What follows belongs to an exercise in optimizing a design on an open flow for small area and a short achievable clock period; a production flow would make more cautious choices.
The RTL was checked by simulation tests, not by an equivalence proof against the original design.
No activity file was given, so power comes from the tool's default toggle rates.

==> design.v <==
module bsm_casement_syn (
    input  wire [288:0] word,
    output wire [15:0]  st,      
    output wire [15:0]  sm,      
    output wire         q,       
    output wire [3:0]   dz       
);
    wire [255:0] d = word[255:0];
    wire [15:0]  tb = word[271:256];
    wire [15:0]  mb = word[287:272];
    wire         sb = word[288];
    reg [15:0] t;
    reg [15:0] m;
    integer    r, c;
    always @* begin
        for (r = 0; r < 16; r = r + 1)
            t[r] = ^d[16*r +: 16];
        for (c = 0; c < 16; c = c + 1) begin
            m[c] = 1'b0;
            for (r = 0; r < 16; r = r + 1)
                m[c] = m[c] ^ d[16*r + c];
        end
    end
    assign st = t ^ tb;
    assign sm = m ^ mb;
    assign q  = (^tb) ^ sb;
    genvar g;
    generate
        for (g = 0; g < 4; g = g + 1) begin : zq
            assign dz[g] = ~|(d[64*g+32 +: 32] | d[64*g +: 32]);
        end
    endgenerate
endmodule
module bsm_casement_cls (
    input  wire [3:0]   dz,
    input  wire [15:0]  st,
    input  wire [15:0]  sm,
    input  wire         q,
    output wire         ss,      
    output wire [2:0]   cls,     
    output wire [15:0]  er,      
    output wire         ce,      
    output wire         ue,      
    output wire         poison   
);
    assign ss = (^st) ^ q;
    wire psn = (&dz) & (&st) & (&sm) & q;
    wire zt, ot, zm, om;
    bsm_onehot16 u_t (.x(st), .z(zt), .o(ot));
    bsm_onehot16 u_m (.x(sm), .z(zm), .o(om));
    wire no_error  = zt & zm & ~q;
    wire data_err  = ot & om & ~q;
    wire corr      = (zt | ot) & (q ? zm : om);
    wire unc       = ~(psn | no_error | corr);
    assign cls    = {psn, psn | unc | (corr & ~data_err), data_err | unc};
    assign er     = st & {16{data_err}};
    assign ce     = corr;
    assign ue     = unc;
    assign poison = psn | unc;
endmodule
module bsm_onehot16 (
    input  wire [15:0] x,
    output wire        z,
    output wire        o
);
    wire [3:0] z4, o4;
    genvar g;
    generate
        for (g = 0; g < 4; g = g + 1) begin : grp
            wire a = x[4*g], b = x[4*g+1], c = x[4*g+2], e = x[4*g+3];
            assign z4[g] = ~(a | b | c | e);
            assign o4[g] = ((a ^ b) & ~(c | e)) | ((c ^ e) & ~(a | b));
        end
    endgenerate
    assign z = &z4;
    assign o = (o4[0] & z4[1] & z4[2] & z4[3]) |
               (z4[0] & o4[1] & z4[2] & z4[3]) |
               (z4[0] & z4[1] & o4[2] & z4[3]) |
               (z4[0] & z4[1] & z4[2] & o4[3]);
endmodule
module bsm_casement_fix (
    input  wire [255:0] d,
    input  wire [15:0]  er,
    input  wire [15:0]  sm,
    output wire [255:0] data
);
    genvar k;
    generate
        for (k = 0; k < 256; k = k + 1) begin : flip
            assign data[k] = d[k] ^ (er[k >> 4] & sm[k & 15]);
        end
    endgenerate
endmodule
module bsm_burst_check (
    input  wire         clk,
    input  wire         rst,           
    input  wire         in_valid,
    input  wire [639:0] in_burst,      
    input  wire [47:0]  in_addr,       
    input  wire [13:0]  in_gen,        
    output reg          out_valid,
    output reg  [511:0] out_data,      
    output reg  [2:0]   out_cls0,      
    output reg  [2:0]   out_cls1,      
    output reg  [31:0]  out_synd0,     
    output reg  [31:0]  out_synd1,     
    output reg  [1:0]   out_ss,        
    output reg  [1:0]   out_poison,    
    output reg          out_addr_mis,  
    output reg          out_gen_mis,   
    output reg          out_wb,        
    output reg  [15:0]  ce_cnt,        
    output reg  [15:0]  ue_cnt         
);
    wire [15:0] st0, sm0, st1, sm1;
    wire        q0, q1;
    wire [3:0]  dz0, dz1;
    bsm_casement_syn u_syn0 (
        .word (in_burst[288:0]),
        .st (st0), .sm (sm0), .q (q0), .dz (dz0)
    );
    bsm_casement_syn u_syn1 (
        .word (in_burst[577:289]),
        .st (st1), .sm (sm1), .q (q1), .dz (dz1)
    );
    reg         a_valid;
    reg [255:0] a_d0, a_d1;
    reg [15:0]  a_st0, a_sm0, a_st1, a_sm1;
    reg         a_q0, a_q1;
    reg [3:0]   a_dz0, a_dz1;
    reg         a_addr_mis, a_gen_mis;
    always @(posedge clk) begin
        if (rst)
            a_valid <= 1'b0;
        else
            a_valid <= in_valid;
        a_d0       <= in_burst[255:0];
        a_d1       <= in_burst[544:289];
        a_st0      <= st0;
        a_sm0      <= sm0;
        a_q0       <= q0;
        a_dz0      <= dz0;
        a_st1      <= st1;
        a_sm1      <= sm1;
        a_q1       <= q1;
        a_dz1      <= dz1;
        a_addr_mis <= (in_burst[625:578] != in_addr);
        a_gen_mis  <= (in_burst[639:626] != in_gen);
    end
    wire [2:0]   cls0, cls1;
    wire [15:0]  er0, er1;
    wire         ss0, ss1, ce0, ue0, p0, ce1, ue1, p1;
    wire [255:0] data0, data1;
    bsm_casement_cls u_cls0 (
        .dz (a_dz0), .st (a_st0), .sm (a_sm0), .q (a_q0),
        .ss (ss0), .cls (cls0), .er (er0), .ce (ce0), .ue (ue0), .poison (p0)
    );
    bsm_casement_cls u_cls1 (
        .dz (a_dz1), .st (a_st1), .sm (a_sm1), .q (a_q1),
        .ss (ss1), .cls (cls1), .er (er1), .ce (ce1), .ue (ue1), .poison (p1)
    );
    bsm_casement_fix u_fix0 (.d (a_d0), .er (er0), .sm (a_sm0), .data (data0));
    bsm_casement_fix u_fix1 (.d (a_d1), .er (er1), .sm (a_sm1), .data (data1));
    wire lintel_ok = ~a_addr_mis & ~a_gen_mis;
    wire       cnt    = a_valid & lintel_ok;
    wire [1:0] ce_inc = {cnt & ce0 & ce1, cnt & (ce0 ^ ce1)};
    wire [1:0] ue_inc = {cnt & ue0 & ue1, cnt & (ue0 ^ ue1)};
    wire [15:0] ce_next, ue_next;
    bsm_sat_add u_ce_add (.c (ce_cnt), .inc (ce_inc), .sum (ce_next));
    bsm_sat_add u_ue_add (.c (ue_cnt), .inc (ue_inc), .sum (ue_next));
    always @(posedge clk) begin
        if (rst) begin
            out_valid <= 1'b0;
            ce_cnt    <= 16'd0;
            ue_cnt    <= 16'd0;
        end else begin
            out_valid <= a_valid;
            ce_cnt    <= ce_next;
            ue_cnt    <= ue_next;
        end
        out_data     <= {data1, data0};
        out_cls0     <= cls0;
        out_cls1     <= cls1;
        out_synd0    <= {a_sm0, a_st0};
        out_synd1    <= {a_sm1, a_st1};
        out_ss       <= {ss1, ss0};
        out_poison   <= {p1, p0};
        out_addr_mis <= a_addr_mis;
        out_gen_mis  <= a_gen_mis;
        out_wb       <= lintel_ok & (ce0 | ce1);
    end
endmodule
module bsm_sat_add (
    input  wire [15:0] c,
    input  wire [1:0]  inc,
    output wire [15:0] sum
);
    wire        cmax = &c[15:1];
    wire [14:0] u    = cmax ? 15'h7FFF : c[15:1] + 15'd1;
    wire        sel_u = inc[1] | (inc[0] & c[0]);
    assign sum[15:1] = sel_u ? u : c[15:1];
    assign sum[0]    = inc[1] ? (c[0] | cmax) :
                       inc[0] ? (~c[0] | cmax) : c[0];
endmodule
==> flow/run.sh <==
#!/bin/bash
# The standard layout, with two changes to how it is made:
#  - port buffers are buf_1 cells (the smallest buffer) instead of the
#    resizer's default pick; repair may still size them up;
#  - from clock-tree synthesis on, timing repair aims at a setup slack of
#    SETUP_MARGIN ns at the design's clock period, so the layout is
#    optimised for a shorter achieved period. The clock period and the
#    constraints are unchanged.
# Each make run's full output goes to its own log here; ORFS's per-step
# logs are under orfs/logs.
set -euo pipefail
SETUP_MARGIN=6.7
export BUFFER_PORTS_ARGS="-buffer_cell sky130_fd_sc_hd__buf_1"
bash standard.sh "BUFFER_PORTS_ARGS=$BUFFER_PORTS_ARGS" synth floorplan place \
    > make_synth_place.log 2>&1
bash standard.sh "BUFFER_PORTS_ARGS=$BUFFER_PORTS_ARGS" \
    SETUP_SLACK_MARGIN=$SETUP_MARGIN finish > make_cts_finish.log 2>&1
==> standard.sh <==
#!/bin/bash
# synth_recipe.tcl (not shown) runs the flow's synth.tcl, then flattens the netlist and writes it again
# the make line also repeats each setting of config.mk as NAME=value (left out here)
make -C /OpenROAD-flow-scripts/flow DESIGN_CONFIG=/design/flow/config.mk WORK_HOME=/design/flow/orfs CLKGATE_MAP_FILE= SYNTH_SCRIPT=/design/flow/synth_recipe.tcl "${@:-finish}"
==> config.mk <==
export PLATFORM = sky130hd
export DESIGN_NAME = bsm_burst_check
export DESIGN_NICKNAME = bsm_burst_check
export VERILOG_FILES = /design/flow/design.v
export SDC_FILE = /design/flow/constraint.sdc
export NUM_CORES = 4
export LEC_CHECK = 0
export CAP_MARGIN = 20
export CORE_AREA = 20 20 360 360
export CTS_BUF_LIST = sky130_fd_sc_hd__clkbuf_16
export CTS_CLUSTER_DIAMETER = 90
export CTS_CLUSTER_SIZE = 28
export DIE_AREA = 0 0 380 380
export SLEW_MARGIN = 20
==> constraint.sdc <==
create_clock -name core_clock -period 10.0 [get_ports {clk}]
set_input_delay 2.0000 -clock core_clock [delete_from_list [all_inputs] [get_ports {clk}]]
set_output_delay 2.0000 -clock core_clock [all_outputs]
set_load 0.01 [all_outputs]
==> results_dict.tcl, run 1 <==
set metrics [dict create \
    setup-tns-final_ps 0 \
    antenna_found_initial 49 \
    netlist_instances 4094 \
    grt_pass1_wl_um 314500 \
    cp_num_buf_inv 1 \
    worst_slack_ps 6731 \
    vias 35150 \
    vias_per_cell 5.021 \
    setup_viol 0 \
    synth_top_area_share_pct 53.62 \
    wirelength_um 237400 \
    rsz0062_at_grt "true" \
    outcome "timing/DRC/antenna clean" \
    cts_tree "yes" \
    min_path_cells 0 \
    grt_pass1_vias 35420 \
    arrival_ps 1270 \
    cts-root-buf "clkbuf_16" \
    syn_area_per_cell_um2 11.04 \
    drive_gt1_share_pct 13.16 \
    ys_async_sr_fraction_pct 0 \
    drc 0 \
    worst_pin_slew_ps 879.8 \
    clk_pin_slew_worst_paths_ps 110 \
    hold_class "reg -> reg" \
    initial_core_util_pct 39.49 \
    cpMaxStageDelayCell "dfxtp_2" \
    nets 6215 \
    grt_use_total_pct 30.44 \
    critical_path.max_stage_delay_ps 400 \
    startpoint_type "flip-flop" \
    cts_buffer_depth 3 \
    instances_no_fill 7000 \
    synth_area_leaders "dfxtp_1 (54%), xnor2_1 (29%), nand2_1 (4.5%)" \
    powerDensity_nw_per_um2 222.2 \
    slew_headroom_pct 41.35 \
    fin_crit_ps 3269 \
    rows 124 \
    hold_slack_ps 375.9 \
    syn_area_um2 45210 \
    ys.flop_type "dfxtp_1" \
    synth_common_cells "xnor2_1 (1504), dfxtp_1 (1211), nand2_1 (536)" \
    utilization_pct 48.38 \
    finalCritPeriodShare_pct 32.69 \
    crit_family "flip-flops" \
    synth.most_common_cell "xnor2_1" \
    final-hold-violation-count 0 \
    slew_viol_final 0 \
    area_growth_pct 22.53 \
    peakVddDrop_v 0.0001504 \
    grt_max_degree 34 \
    dr.pass1.iters 7 \
    fin_worst_skew_ps 33.78 \
    syn_nets 4866 \
    clock.fmax_ghz 0.3059 \
    dp.cells 6874 \
    worstPathMaxFanout 1 \
    synth_warnings 2 \
    yosysTopAreaCell "dfxtp_1" \
    io_pins 1327 \
    drt_iter0_drc 3233 \
    maxCapViolations 0 \
    p_leak_nw 19.79 \
    critical_path_required_ps 8000 \
    port_buffers 1326 \
    yosysSeqAreaShare_pct 53.62 \
    cts_sinks 1211 \
    die_height_um 380 \
    synth_edf_count 0 \
    cp_num_cells 1 \
    cts_buffers 54 \
    antenna_left 0 \
    post-place-ws_ps 6095 \
    reg2reg_depth 13 \
    grt_overflow 0 \
    gp_congestion 1.005 \
    htree_levels 2 \
    path_cells "buf_4" \
    crit_type "reg -> out" \
    coreArea_um2 114500 \
    ys_seq_elements 1211 \
    routedWlPerCell_um 33.91 \
    clock_latency_ps 700 \
    die-area_um2 144400 \
    synth_cell_types 48 \
    hpwlAfterDp_um 199700 \
    die_x_um 380 \
    endpoint_kind "output pin" \
]
[placed cells by master (no fill, tap or decap), types with 26 or more instances in the layout]
| cell type | instances |
|---|---|
| xnor2_1 | 1504 |
| dfxtp_4 | 34 |
| xor2_1 | 142 |
| clkbuf_16 | 55 |
| nand2_1 | 535 |
| diode_2 | 26 |
| buf_4 | 96 |
| dfxtp_1 | 1055 |
| inv_1 | 70 |
| buf_2 | 271 |
| nand4_1 | 54 |
| dfxtp_2 | 122 |
| buf_1 | 983 |
| nor4_1 | 144 |
| buf_6 | 27 |
| ha_1 | 66 |
[logic make-up (layout without fill, tap and decap cells)]
group	Yosys count	after routing	share of synthesized area, %
xor+xnor	1646	1646	31.89
other cells	0	26	0
mux	1	1	0.02214
compound gates	109	109	1.727
buf+inv	186	1553	1.672
flops	1211	1211	53.62
simple gates	873	874	9.191
fa+ha+maj	68	68	1.879
[registers in the layout (all words and copies together) (netlist names), 2 cells and up]
register    count
a_d0          256
a_d1          256
a_dz0           4
a_dz1           4
a_sm0          16
a_sm1          16
a_st0          16
a_st1          16
ce_cnt         16
out_cls0        3
out_cls1        3
out_data      512
out_poison      2
out_ss          2
out_synd0      32
out_synd1      32
ue_cnt         16
[final cells by class]
type                    count  area, µm²
clock buffers              55       1376
repair buffers           1408       6431
flip-flops and latches   1211      24520
multi-input cells        2698      20580
clock inverters            20      271.5
fillers                 10930      59100
inverters                  70      262.8
diodes                     26      65.06
well taps                1512       1892
[metal layers]
| metal | up-vias | global-route usage [%] | routed length (µm) |
|---|---|---|---|
| met1 | 17180 | 32.78 | 85170 |
| met4 | 36 | 16.59 | 15950 |
| met3 | 486 | 8.490 | 19310 |
| li1 | 15700 | - | - |
| met5 | - | 0 | 230 |
| met2 | 1756 | 53.69 | 116700 |
[power by group]
group	internal, mW	switching [mW]	total [mW]
combinational	1.37	2.37	3.74
sequential	5.37	0.454	5.83
clock	1.09	1.66	2.74
total	7.83	4.48	12.3
[path summary, 6_finish.rpt]
kind	start	endpoint	slack (ps)
max	out_data[180]	out_data[180]	6730
min	a_st0[4]	out_synd0[4]	380
max reg2reg	a_sm0[13]	ue_cnt[5]	6790
min reg2reg	a_st0[4]	out_synd0[4]	380
[stage by stage]
| step | instance area (µm²) | power, mW |
|---|---|---|
| after floorplan | 45210 | 7.707 |
| after global placement | 52270 | 9.546 |
| after detailed placement | 52270 | 9.557 |
| after CTS | 54950 | 12.34 |
| after global routing | 55360 | 12.74 |
| final | 55400 | 12.31 |
[what timing repair did]
| item | CTS | global route |
|---|---|---|
| setup endpoints to repair | 548 | 159 |
| hold buffers | 0 | 0 |
| gates cloned | 0 | 1 |
| setup buffers | 10 | 14 |
| pin swaps | 5 | 11 |
| resized for setup | 590 | 52 |
==> run 2: changes to the inputs <==
--- a/flow/run.sh
+++ b/flow/run.sh
@@ -9,7 +9,7 @@
 # Each make run's full output goes to its own log here; ORFS's per-step
 # logs are under orfs/logs.
 set -euo pipefail
-SETUP_MARGIN=6.7
+SETUP_MARGIN=6.75
 export BUFFER_PORTS_ARGS="-buffer_cell sky130_fd_sc_hd__buf_1"
 bash standard.sh "BUFFER_PORTS_ARGS=$BUFFER_PORTS_ARGS" synth floorplan place \
     > make_synth_place.log 2>&1
==> results_dict.tcl, run 2 <==
set metrics [dict create \
    outcome "timing/DRC/antenna clean" \
    cts_sinks 1211 \
    clock_latency_ps 710 \
    finalCritPeriodShare_pct 32.58 \
    switching_share_pct 36.17 \
    maxCapViolations 0 \
    drt_iter0_drc 3004 \
    setup_viol 0 \
    synth_compound_area_share_pct 1.727 \
    final_common_cell "xnor2_1" \
    fin_worst_skew_ps 46.94 \
    final_cell_mix "xnor2_1 (1504), dfxtp_1 (973), buf_1 (778), nand2_1 (535), buf_2 (256)" \
    worstPathMaxFanout 19 \
    yosysTopAreaCell "dfxtp_1" \
    die_height_um 380 \
    worst_slack_ps 6742 \
    reg2reg_from "a_sm0[13]" \
    peakVddDrop_v 0.0001507 \
    grt_pass1_wl_um 315300 \
    reg2reg_depth 13 \
    powerDensity_nw_per_um2 217.5 \
    synth_area_leaders "dfxtp_1 (54%), xnor2_1 (29%), nand2_1 (4.5%)" \
    r2r_slack_ps 6740 \
    netlist_instances 4094 \
    combPwrFrac_pct 30.9 \
    setup-tns-final_ps 0 \
    synth_fa_ha_area_share_pct 1.879 \
    min_from "a_st0[4]" \
    antenna_found_initial 52 \
    io_pins 1327 \
    grt_max_degree 34 \
    cts_buffers 54 \
    worst_pin_slew_ps 847.4 \
    final-hold-violation-count 0 \
    grt_overflow 0 \
    syn_area_um2 45210 \
    synth_top_family_by_area "XOR/XNOR gates" \
    p_int_mw 7.931 \
    max_flop_register "out_data" \
    reg_top3 "out_data: 512 flops, a_d0: 256 flops, a_d1: 256 flops" \
    rsz0062_at_grt "true" \
    post-place-ws_ps 6095 \
    initial_core_util_pct 39.49 \
    drive_gt1_share_pct 18.91 \
    routedWlPerCell_um 33.83 \
    drc 0 \
    clk_pin_slew_worst_paths_ps 110 \
    ctsHoldBuffers 0 \
    fin_crit_ps 3258 \
    die-area_um2 144400 \
    synth_xor_area_share_pct 31.89 \
    largest_reg_flops 512 \
    crit_type "reg -> reg" \
    gp_congestion 1.005 \
    startpoint_type "flip-flop" \
    area_growth_pct 26.35 \
    nets 6246 \
    coreArea_um2 114500 \
    synth_top_area_share_pct 53.62 \
    ys.flop_type "dfxtp_1" \
    clock.fmax_ghz 0.3070 \
    cts_tree "yes" \
    p_clk_share_pct 22.1 \
    yosysSeqAreaShare_pct 53.62 \
    synth_common_cells "xnor2_1 (1504), dfxtp_1 (1211), nand2_1 (536)" \
    vias 35300 \
    grt_pass1_vias 35630 \
    slew_headroom_pct 43.10 \
    r2r_end "ue_cnt[5]" \
    syn_nets 4866 \
    syn_area_per_cell_um2 11.04 \
    grt_use_total_pct 30.51 \
    yosys.area_share.simple_pct 9.191 \
    endpoint_kind "flip-flop" \
    die_x_um 380 \
    min_to "out_synd0[4]" \
    hpwlAfterDp_um 199700 \
    antenna_left 0 \
    port_buffers 1326 \
    synth.most_common_cell "xnor2_1" \
    wirelength_um 238000 \
    synthMuxAreaShare_pct 0.02214 \
    critical_path_required_ps 10580 \
    arrival_ps 3840 \
    rows 124 \
    p_sw_mw 4.493 \
    ys_async_sr_fraction_pct 0 \
    p_leak_nw 20.85 \
    synth_edf_count 0 \
    hold_class "reg -> reg" \
    num-fill-cells 10710 \
    min_path_cells 0 \
    p_seq_share_pct 47.0 \
    ys_seq_elements 1211 \
    cts_buffer_depth 3 \
    synth_warnings 2 \
    dr.pass1.iters 7 \
    cts-root-buf "clkbuf_16" \
    slew_viol_final 0 \
    vias_per_cell 5.017 \
    htree_levels 2 \
    synth_cell_types 48 \
]
[run 2: cell counts after synthesis]
Identical to the previous run, type by type.
[run 2: cell families (layout without fill, tap and decap cells)]
family	after synthesis	count (layout)
multiplexers	1	1
flip-flops	1211	1211
adder cells (fa/ha/maj)	68	68
other	0	32
AND/OR/NAND/NOR	873	874
AO/OA/AOI/OAI	109	109
XOR/XNOR	1646	1646
buffers and inverters	186	1584
[run 2: area by class of cell]
cell class / count / area [µm²] / area share [%]
Antenna cell: 32 / 80.08 / 0.1402
Clock buffer: 55 / 1376 / 2.409
Clock inverter: 20 / 271.5 / 0.4753
Inverter: 70 / 262.8 / 0.4600
Multi-Input combinational cell: 2698 / 20590 / 36.04
Sequential cell: 1211 / 24750 / 43.33
Tap cell: 1512 / 1892 / 3.312
Timing Repair Buffer: 1439 / 7904 / 13.84
[run 2: how the worst max path moves through the flow]
stage,endpoint,start,depth (start not counted)
detailed placement,ce_cnt[12],a_sm1[14],12
CTS,out_synd0[3],out_synd0[3],1
global route,ue_cnt[5],a_st0[12],11
global placement,a_sm0[14],in_burst[46],6
floorplan,ce_cnt[8],a_sm0[12],17
finish,ue_cnt[5],a_sm0[13],13
[run 2: power groups by stage]
| stage | clock network (mW) | registers, mW | logic (mW) |
|---|---|---|---|
| after CTS | 2.77 | 5.85 | 3.83 |
| after global placement | 0 | 5.91 | 3.64 |
| after floorplan | 0 | 5.78 | 1.93 |
| final | 2.74 | 5.84 | 3.84 |
| after global routing | 2.95 | 5.89 | 4.01 |
| after detailed placement | 0 | 5.91 | 3.64 |
[run 2: worst max-delay path, cell delays in order, from the launching register on]
cell and delay, ps:
dfxtp_1 320, buf_6 200, inv_1 80, ha_1 150
or3b_4 420, nor3_1 260, a22oi_2 120, buf_12 160
a22o_4 240, nor2b_1 150, maj3_2 370, buf_4 180
and3_1 160, a311oi_1 310
[run 2: repair_timing]
| item | 4_1_cts | 5_1_grt |
|---|---|---|
| setup endpoints to repair | 780 | 268 |
| pin swaps | 7 | 9 |
| gates cloned | 0 | 1 |
| buffers inserted | 34 | 21 |
| gates resized for setup | 1138 | 108 |
[run 2: through the flow]
stage,instance area [µm²],hold WS [ps],power (mW),std cells,util [%]
global placement,52270,364.8,9.546,6874,45.65
floorplan,45210,349.7,7.707,4094,-
global route,57080,392.6,12.85,7018,49.85
finish,57120,376.0,12.42,7037,49.89
detailed placement,52270,371.1,9.557,6874,45.65
CTS,56550,379.0,12.46,6983,49.39
[run 2: layer usage]
| metal | global-route usage (%) | vias up | part of all wire [%] | wire, µm |
|---|---|---|---|---|
| li1 | - | 15760 | - | - |
| met1 | 32.85 | 17280 | 36 | 85790 |
| met2 | 53.93 | 1759 | 49 | 117800 |
| met3 | 8.331 | 472 | 7.8 | 18510 |
| met4 | 16.67 | 38 | 6.6 | 15740 |
| met5 | 0 | - | 0.096 | 228 |
==> run 3: changes to the inputs <==
--- a/flow/run.sh
+++ b/flow/run.sh
@@ -9,7 +9,7 @@
 # Each make run's full output goes to its own log here; ORFS's per-step
 # logs are under orfs/logs.
 set -euo pipefail
-SETUP_MARGIN=6.75
+SETUP_MARGIN=6.7
 export BUFFER_PORTS_ARGS="-buffer_cell sky130_fd_sc_hd__buf_1"
 bash standard.sh "BUFFER_PORTS_ARGS=$BUFFER_PORTS_ARGS" synth floorplan place \
     > make_synth_place.log 2>&1
--- a/config.mk
+++ b/config.mk
@@ -6,7 +6,7 @@
 export NUM_CORES = 4
 export LEC_CHECK = 0
 export CAP_MARGIN = 20
-export CORE_AREA = 20 20 360 360
+export CORE_AREA = 30 30 350 350
 export CTS_BUF_LIST = sky130_fd_sc_hd__clkbuf_16
 export CTS_CLUSTER_DIAMETER = 90
 export CTS_CLUSTER_SIZE = 28
==> results_dict.tcl, run 3 <==
set metrics [dict create \
    outcome "timing/DRC/antenna clean" \
    fin_crit_ps 3275 \
    p_int_mw 7.761 \
    htree_levels 2 \
    coreArea_um2 100700 \
    final_common_cell "xnor2_1" \
    switching_share_pct 36.20 \
    die_x_um 380 \
    dp.cells 6713 \
    yosysTopAreaCell "dfxtp_1" \
    syn_nets 4866 \
    setup_viol 0 \
    powerDensity_nw_per_um2 220.9 \
    rows 116 \
    vias_per_cell 5.159 \
    setup-tns-final_ps 0 \
    min_to "out_synd0[5]" \
    worstPathMaxFanout 1 \
    hold_class "reg -> reg" \
    drt_iter0_drc 3659 \
    gp_congestion 0.9775 \
    multiInputGateArea_um2 20540 \
    p_clk_share_pct 21.7 \
    path_cells "buf_4" \
    grt_pass1_wl_um 329600 \
    combPwrFrac_pct 29.9 \
    crit_start "out_data[298]" \
    arrival_ps 1280 \
    port_buffers 1326 \
    synth_common_cells "xnor2_1 (1504), dfxtp_1 (1211), nand2_1 (536)" \
    rsz0062_at_grt "true" \
    slew_viol_final 0 \
    reg_top3 "out_data: 512 flops, a_d0: 256 flops, a_d1: 256 flops" \
    grt_use_total_pct 31.98 \
    cp_num_buf_inv 1 \
    drc 0 \
    antenna_left 0 \
    die-area_um2 144400 \
    synth_top_area_share_pct 53.62 \
    synth_area_leaders "dfxtp_1 (54%), xnor2_1 (29%), nand2_1 (4.5%)" \
    r2r_end "ce_cnt[3]" \
    largest_reg_flops 512 \
    ff_latch_area_um2 24520 \
    min_from "a_st0[5]" \
    r2r_slack_ps 6780 \
    num-fill-cells 9246 \
    cpMaxStageDelayCell "dfxtp_1" \
    routedWlPerCell_um 36.80 \
    endpoint_kind "output pin" \
    critical_path_required_ps 8000 \
    final-hold-violation-count 0 \
    ctsHoldBuffers 0 \
    synth_edf_count 0 \
    final_cell_mix "xnor2_1 (1504), dfxtp_1 (1078), buf_1 (929), nand2_1 (535), buf_2 (302)" \
    ys_seq_elements 1211 \
    p_leak_nw 19.88 \
    synth_cell_types 48 \
    syn_area_per_cell_um2 11.04 \
    wirelength_um 252000 \
    die_height_um 380 \
    grt_overflow 0 \
    clock_latency_ps 700 \
    yosysSeqAreaShare_pct 53.62 \
    initial_core_util_pct 44.88 \
    syn_area_um2 45210 \
    cts_buffer_depth 3 \
    io_pins 1327 \
    maxCapViolations 0 \
    ys_async_sr_fraction_pct 0 \
    synth_warnings 2 \
    cts_tree "yes" \
    crit_type "reg -> out" \
    antenna_found_initial 71 \
    cts_buffers 52 \
    cts_sinks 1211 \
    cts-root-buf "clkbuf_16" \
    critical_path.max_stage_delay_ps 420 \
    p_seq_share_pct 48.4 \
    startpoint_type "flip-flop" \
    synth.most_common_cell "xnor2_1" \
    reg2reg_depth 11 \
    slew_headroom_pct 39.68 \
    p_sw_mw 4.403 \
    area_growth_pct 21.79 \
    max_flop_register "out_data" \
    drive_gt1_share_pct 13.57 \
    instances_no_fill 6848 \
    hpwlAfterDp_um 213500 \
    grt_max_degree 34 \
    dr.pass1.iters 7 \
    vias 35330 \
    min_path_cells 0 \
    crit_family "flip-flops" \
    ys.flop_type "dfxtp_1" \
    nets 6219 \
    grt_pass1_vias 34890 \
    netlist_instances 4094 \
    clock.fmax_ghz 0.3053 \
    reg2reg_from "a_st1[7]" \
    fin_worst_skew_ps 33.20 \
    finalCritPeriodShare_pct 32.75 \
    worst_pin_slew_ps 901.9 \
    clk_pin_slew_worst_paths_ps 110 \
    peakVddDrop_v 0.0001430 \
]
## run 3: cell counts after synthesis
No cell type changed its count.
## run 3: cell type report
class | count | share of cell area (%)
sequential | 1211 | 44.53
timing repair buffer | 1414 | 11.74
multi-input combinational | 2698 | 37.30
inverter | 70 | 0.4772
clock inverter | 14 | 0.3249
tap | 1357 | 3.084
antenna | 31 | 0.1409
clock buffer | 53 | 2.409
## run 3: per-layer routing
| layer | GRT usage [%] | part of all wire, % |
|---|---|---|
| met1 | 33.75 | 35 |
| met3 | 11.54 | 9.9 |
| met5 | 0 | 0.16 |
| met2 | 56.38 | 50 |
| met4 | 13.77 | 5.1 |
## run 3: cells by family after synthesis
group,count (synthesis),share of synthesized area [%]
XOR/XNOR,1646,31.89
flip-flops,1211,53.62
AND/OR/NAND/NOR,873,9.191
buffers and inverters,186,1.672
AO/OA/AOI/OAI,109,1.727
adder cells (fa/ha/maj),68,1.879
multiplexers,1,0.02214
## run 3: stage by stage
stage | power (mW) | instance area [µm²] | worst slack, ps | hold slack, ps | util [%]
floorplan | 7.707 | 45210 | 6843 | 349.7 | -
detailed placement | 9.535 | 52020 | 6090 | 372.5 | 51.64
global route | 12.57 | 55010 | 6666 | 385.6 | 54.62
finish | 12.16 | 55060 | 6725 | 381.4 | 54.66
CTS | 12.18 | 54550 | 6700 | 380.1 | 54.15
global placement | 9.509 | 52010 | 6049 | 369.3 | 51.64
## run 3: worst max path at each step
stage	endpoint	slack (ps)	depth (start not counted)
floorplan	ce_cnt[8]	6840	17
global placement	a_sm0[13]	6050	6
detailed placement	a_sm0[13]	6090	6
CTS	out_data[161]	6700	1
global route	ce_cnt[10]	6670	13
finish	out_data[298]	6720	1
## run 3: power by group through the flow
stage          Clock (mW)  Sequential, mW  Combinational, mW
2_1_floorplan           0            5.78               1.93
3_3_place_gp            0            5.97               3.54
3_5_place_dp            0            5.97               3.56
4_1_cts              2.66            5.88               3.63
5_1_grt              2.82            5.92               3.82
6_report             2.64            5.89               3.64
## run 3: what timing repair did
item / in CTS / in global routing
setup buffers: 14 / 22
pin swaps: 4 / 13
gates cloned: 0 / 1
resized for setup: 603 / 70
endpoints found under the setup margin: 639 / 134

## what the ideal ports hide
The results above use ideal ports. As a check the final layouts listed here were re-extracted and re-timed, cells and wires unchanged. Step 1 assumes that a clkbuf_16 drives the clock port and a buf_2 every other input. Step 2 times the ports against the registers' clock, not the clock port: input delays grow and output delays shrink by t, the midpoint of the rising clock arrivals with the driver on. a / b / c = ideal / step 1 / step 2; a / b = the first two.
run	t (ns)	slack for setup (ns)	latest minus earliest clock arrival (ns)	worst register clock-pin slew, ns
run 1	0.764	6.731 / 6.650 / 6.050	0.036 / 0.035	0.11 / 0.11
run 2	0.767	6.742 / 6.665 / 6.041	0.049 / 0.050	0.11 / 0.11
run 3	0.765	6.725 / 6.638 / 6.043	0.040 / 0.040	0.12 / 0.12
After both steps every run listed still meets setup and hold. For run 2, which loses most, drivers alone change the setup slack by -0.077 ns; drivers and shift together by -0.701 ns.
